Context: an optimization exercise on an open-source flow, tuned for small area, a short achievable clock period and few clock cycles. The choices shown serve that exercise and are no tape-out recipe. At most, simulation tests tie the RTL to the original design; equivalence was not proved. Power is estimated from default activity; no workload was simulated.

## pvc_decoder
module pvc_decoder (
    input  wire        clk,
    input  wire        rst,
    input  wire        s_valid,
    output wire        s_ready,
    input  wire [19:0] s_last,
    input  wire [19:0] s_desc,
    input  wire        s_eob,
    input  wire [13:0] s_bits,
    input  wire        b_valid,
    output wire        b_ready,
    input  wire [19:0] b_data,
    output reg         r_valid,
    output reg  [19:0] r_value,
    output reg         v_valid,
    output reg         v_ok,
    output wire [13:0] v_used
);
Settings: LEC_CHECK=0, ABC_AREA=1, CAP_MARGIN=20, CORE_MARGIN=2, CORE_UTILIZATION=40, CTS_CLUSTER_DIAMETER=250, CTS_CLUSTER_SIZE=18, SLEW_MARGIN=20, SYNTH_HIERARCHICAL=1, TNS_END_PERCENT=5; clock period 12.0 ns.
standard.sh (not shown) runs the stock make flow with config.mk's settings and CLKGATE_MAP_FILE= SYNTH_SCRIPT=/design/flow/synth_recipe.tcl, a recipe that flattens the netlist after the stock synthesis.
==> flow/flow/run.sh <==
#!/bin/bash
set -euo pipefail
export SETUP_SLACK_MARGIN=8
bash standard.sh > standard_flow.log 2>&1
Rerun with:
--- a/flow/design.v
+++ b/flow/design.v
@@ -198,29 +198,31 @@
                 gnext = {alls || vn[2] || (vn[1] && p < 5'd17), alls || vn[1]};
         end
     endfunction
     wire [1:0] g0 = gnext(vs0, allk0);
     wire [1:0] g1 = gnext(vs1, allk1);
     wire [1:0] g_nxt;
     pvc_sel #(2) u_g (.s(arrive), .a(g1), .b(g0), .y(g_nxt));
     wire gd_nxt = g_nxt[1];
     wire gn_nxt = g_nxt[0];
     wire [2:0] gib  = ctx ? 3'b111 : ibsub;
     wire isd_new    = (s_desc[19:17] == 3'd1);
-    wire dstay      = dfull && !dec;
-    wire seld;                        
-    pvc_sel u_seld (.s(take), .a(isd_new), .b(disd), .y(seld));
-    wire g_sel;
-    pvc_sel u_gsel (.s(seld), .a(gd_nxt), .b(gn_nxt), .y(g_sel));
-    wire sr_nxt  = g_sel || (!take && !dstay);
+    wire g_new, g_old;
+    pvc_sel u_gnew (.s(isd_new), .a(gd_nxt), .b(gn_nxt), .y(g_new));
+    pvc_sel u_gold (.s(disd),    .a(gd_nxt), .b(gn_nxt), .y(g_old));
+    wire dstay  = dfull && !dec;
+    wire sr_t1  = g_new;
+    wire sr_t0  = !dstay || g_old;
     wire blk_nxt = !drain_nxt && !(take ? s_eob && gib[2] : dstay && deob && gib[2]);
+    wire sr_nxt;
+    pvc_sel u_sr (.s(take), .a(sr_t1), .b(sr_t0), .y(sr_nxt));
     wire [19:0] z = vy << vsh;
     wire [19:0] r = vadd ? vlast + vy : vkeep ? vlast : z;
     always @(posedge clk) begin
         if (rst) begin
             dfull   <= 1'b0;
             nfirst  <= 1'b1;
             gd      <= 1'b0;
             gn      <= 1'b0;
             sr      <= 1'b1;
             blk     <= 1'b1;
             v       <= 3'd0;
Effect:
- sequential share of layout area went up by 0.29 points
- worst setup slack gets better by 0.039 ns
- design area went down by 0.97%
- routed wire length went down by 4.7%
- count of clock-buffer cells in the layout does not change
- final cell count stays flat
- synthesized area went down by 0.48%
- die area went down by 0.47%
- total power went down by about 8%
Testbench counts after the change, summed over its fixed seeds: cycles 31,734.
The RTL of the first run of this note was laid out without a check of its function.

west:
pvc_decoder, a different RTL version from the one above (not shown whole).
Size in the first run: ~230 flip-flops, ~120 I/O pins.
Settings: LEC_CHECK=0, ABC_AREA=1, CAP_MARGIN=20, CORE_MARGIN=2, CORE_UTILIZATION=40, SLEW_MARGIN=20; clock period 12.0 ns.
Scripts as last shown in full above: flow/flow/run.sh
Input changes introduced in east (baseline for comparison: west):
--- a/flow/design.v
+++ b/flow/design.v
@@ -83,20 +83,37 @@
     wire [4:0] w = disd ? ((L == 4'd0) ? 5'd24 : {1'b0, L} + 5'd4) : (P ? w1 : w0);
     function [7:0] stepv(input [5:0] ss);
         reg [5:0] t;
         begin
             if (ss >= 6'd40)      begin t = ss - 6'd40; stepv = {2'd2, t[4:0], t[4:0] >= 5'd17}; end
             else if (ss >= 6'd20) begin t = ss - 6'd20; stepv = {2'd1, t[4:0], t[4:0] >= 5'd17}; end
             else                                        stepv = {2'd0, ss[4:0], ss[4:0] >= 5'd17};
         end
     endfunction
-    wire [7:0] st1  = stepv({1'b0, p} + {1'b0, w1});
-    wire [7:0] st0  = stepv({1'b0, p} + {1'b0, w0});
+    wire [7:0] stx  = {2'd1, p, p >= 5'd17};
+    wire [7:0] sti  = (p == 5'd19) ? 8'b01_00000_0 : {2'd0, p + 5'd1, p >= 5'd16};
+    wire [7:0] stdb = {sti[7:6] + 2'd1, sti[5:0]};
+    wire [5:0] pq   = {1'b0, p} - {2'b0, dq};                 
+    wire [5:0] pq1  = pq + 6'd1;                              
+    wire [5:0] pqw  = pq + 6'd20;
+    wire [5:0] pq1w = pq1 + 6'd20;
+    wire [7:0] stb  = pq[5]  ? {2'd0, pqw[4:0],  pqw[4:0] >= 5'd17} : {2'd1, pq[4:0], pq[4:0] >= 5'd17};
+    wire [7:0] stbb = pq1[5] ? {2'd0, pq1w[4:0], pq1w[4:0] >= 5'd17} :
+                      (pq1 == 6'd20) ? 8'b10_00000_0 : {2'd1, pq1[4:0], pq1[4:0] >= 5'd17};
+    reg  [7:0] st1, st0;
+    always @* begin
+        case (dmode)
+            3'd0:    begin st1 = stx;  st0 = stx; end
+            3'd2:    begin st1 = stb;  st0 = stb; end
+            3'd3:    begin st1 = stdb; st0 = sti; end
+            default: begin st1 = stbb; st0 = sti; end
+        endcase
+    end
     wire [7:0] st24 = stepv({1'b0, p} + 6'd24);             
     wire [4:0] u  = p + 5'd4;                                 
     wire [4:0] ub = p - 5'd16;                                
     wire [3:0] ug = u[3:0] & L, ut = u[3:0] ^ L;
     wire [3:0] bg = ub[3:0] & L, bt = ub[3:0] ^ L;
     wire ua1 = ug[0];
     wire ua2 = ug[1] | ut[1] & ug[0];
     wire ua3 = ug[2] | ut[2] & ug[1] | ut[2] & ut[1] & ug[0];
     wire ua4 = ug[3] | ut[3] & ug[2] | ut[3] & ut[2] & ug[1] | ut[3] & ut[2] & ut[1] & ug[0];
@@ -175,29 +192,29 @@
     wire       okd  = allk || n3 || (n2 && !phi);
     wire       oke  = n2;
     wire       alls = !ctx && allk;
     wire       oksn = alls || n2;
     wire       oksd = alls || n3 || (n2 && p < 5'd17);
     wire gd_nxt = !drain_nxt && (dec ? (deob ? oke : okd) : oksd);
     wire gn_nxt = !drain_nxt && (dec ? (deob ? oke : okn) : oksn);
     wire isd_nxt = sr ? (s_desc[19:17] == 3'd1) : disd;
     wire [2:0] gib = ctx ? 3'b111 : ibsub;
-    wire blk_nxt = !drain_nxt && !(deob_nxt && gib[2]);
+    wire blk_nxt = !drain_nxt && !(dfull_nxt && deob_nxt && gib[2]);
     wire sr_nxt  = blk_nxt && (!dfull_nxt || (isd_nxt ? gd_nxt : gn_nxt));
     wire [19:0] z = vy << vsh;
     wire [19:0] r = vadd ? vlast + vy : vkeep ? vlast : z;
     always @(posedge clk) begin
         if (rst) begin
             dfull   <= 1'b0;
             nfirst  <= 1'b1;
             gd      <= 1'b0;
             gn      <= 1'b0;
-            sr      <= 1'b0;
+            sr      <= 1'b1;
             v       <= 3'd0;
             p       <= 5'd0;
             ph      <= 20'd1;
             drain   <= 1'b0;
             vvalid  <= 1'b0;
             r_valid <= 1'b0;
             v_valid <= 1'b0;
         end else begin
             dfull   <= dfull_nxt;
- Measured against each other, east and west differ in number of DRC violations after detailed-routing iteration 0, the higher figure coming from east.
- Compared with west, east has extra setup slack.
- The register-to-register path setup slack of east is higher than that of west.
- Sort east and west by detailed-route vias per instance desc -> top: east
- On number of standard cells in the layout, taps in and fillers out, east and west are neck and neck.
- Delta (east minus west): synthesized area per cell higher, final-layout fill cell count lower, via count higher.
Testbench counts of east, summed over its fixed seeds: cycles 31,734.
Function not checked in west: the RTL went through the layout flow alone.

## what the ideal ports hide
Ports are ideal in the flow. The routed layouts listed here were re-timed in OpenROAD.
Step 1 sets driving cells, clkbuf_16 on the clock port and buf_2 on the other inputs (assumed; they add their load-dependent delay and slew).
Step 2, shift: input delay + t, output delay - t, t = (earliest + latest rising clock arrival at the registers) / 2. This alone moves slack from input paths to output paths.
a / b / c = no drivers / after step 1 / after step 2; a / b = the first two.
| run | t (ns) | setup WS [ns] | worst setup path after step 2 |
|---|---|---|---|
| the first run of note 1 | 0.566 | 7.961 / 7.908 / 7.591 | input to register |
| the second run of note 1 | 0.571 | 8.000 / 7.947 / 7.569 | input to register |
| west | 0.607 | 7.818 / 7.818 / 7.269 | input to register |
| east | 0.621 | 8.057 / 7.999 / 7.691 | input to register |
After both steps every run listed still meets setup and hold. The setup slack of west, which loses most, moves by 0.000 ns with the drivers and by -0.549 ns with both steps.
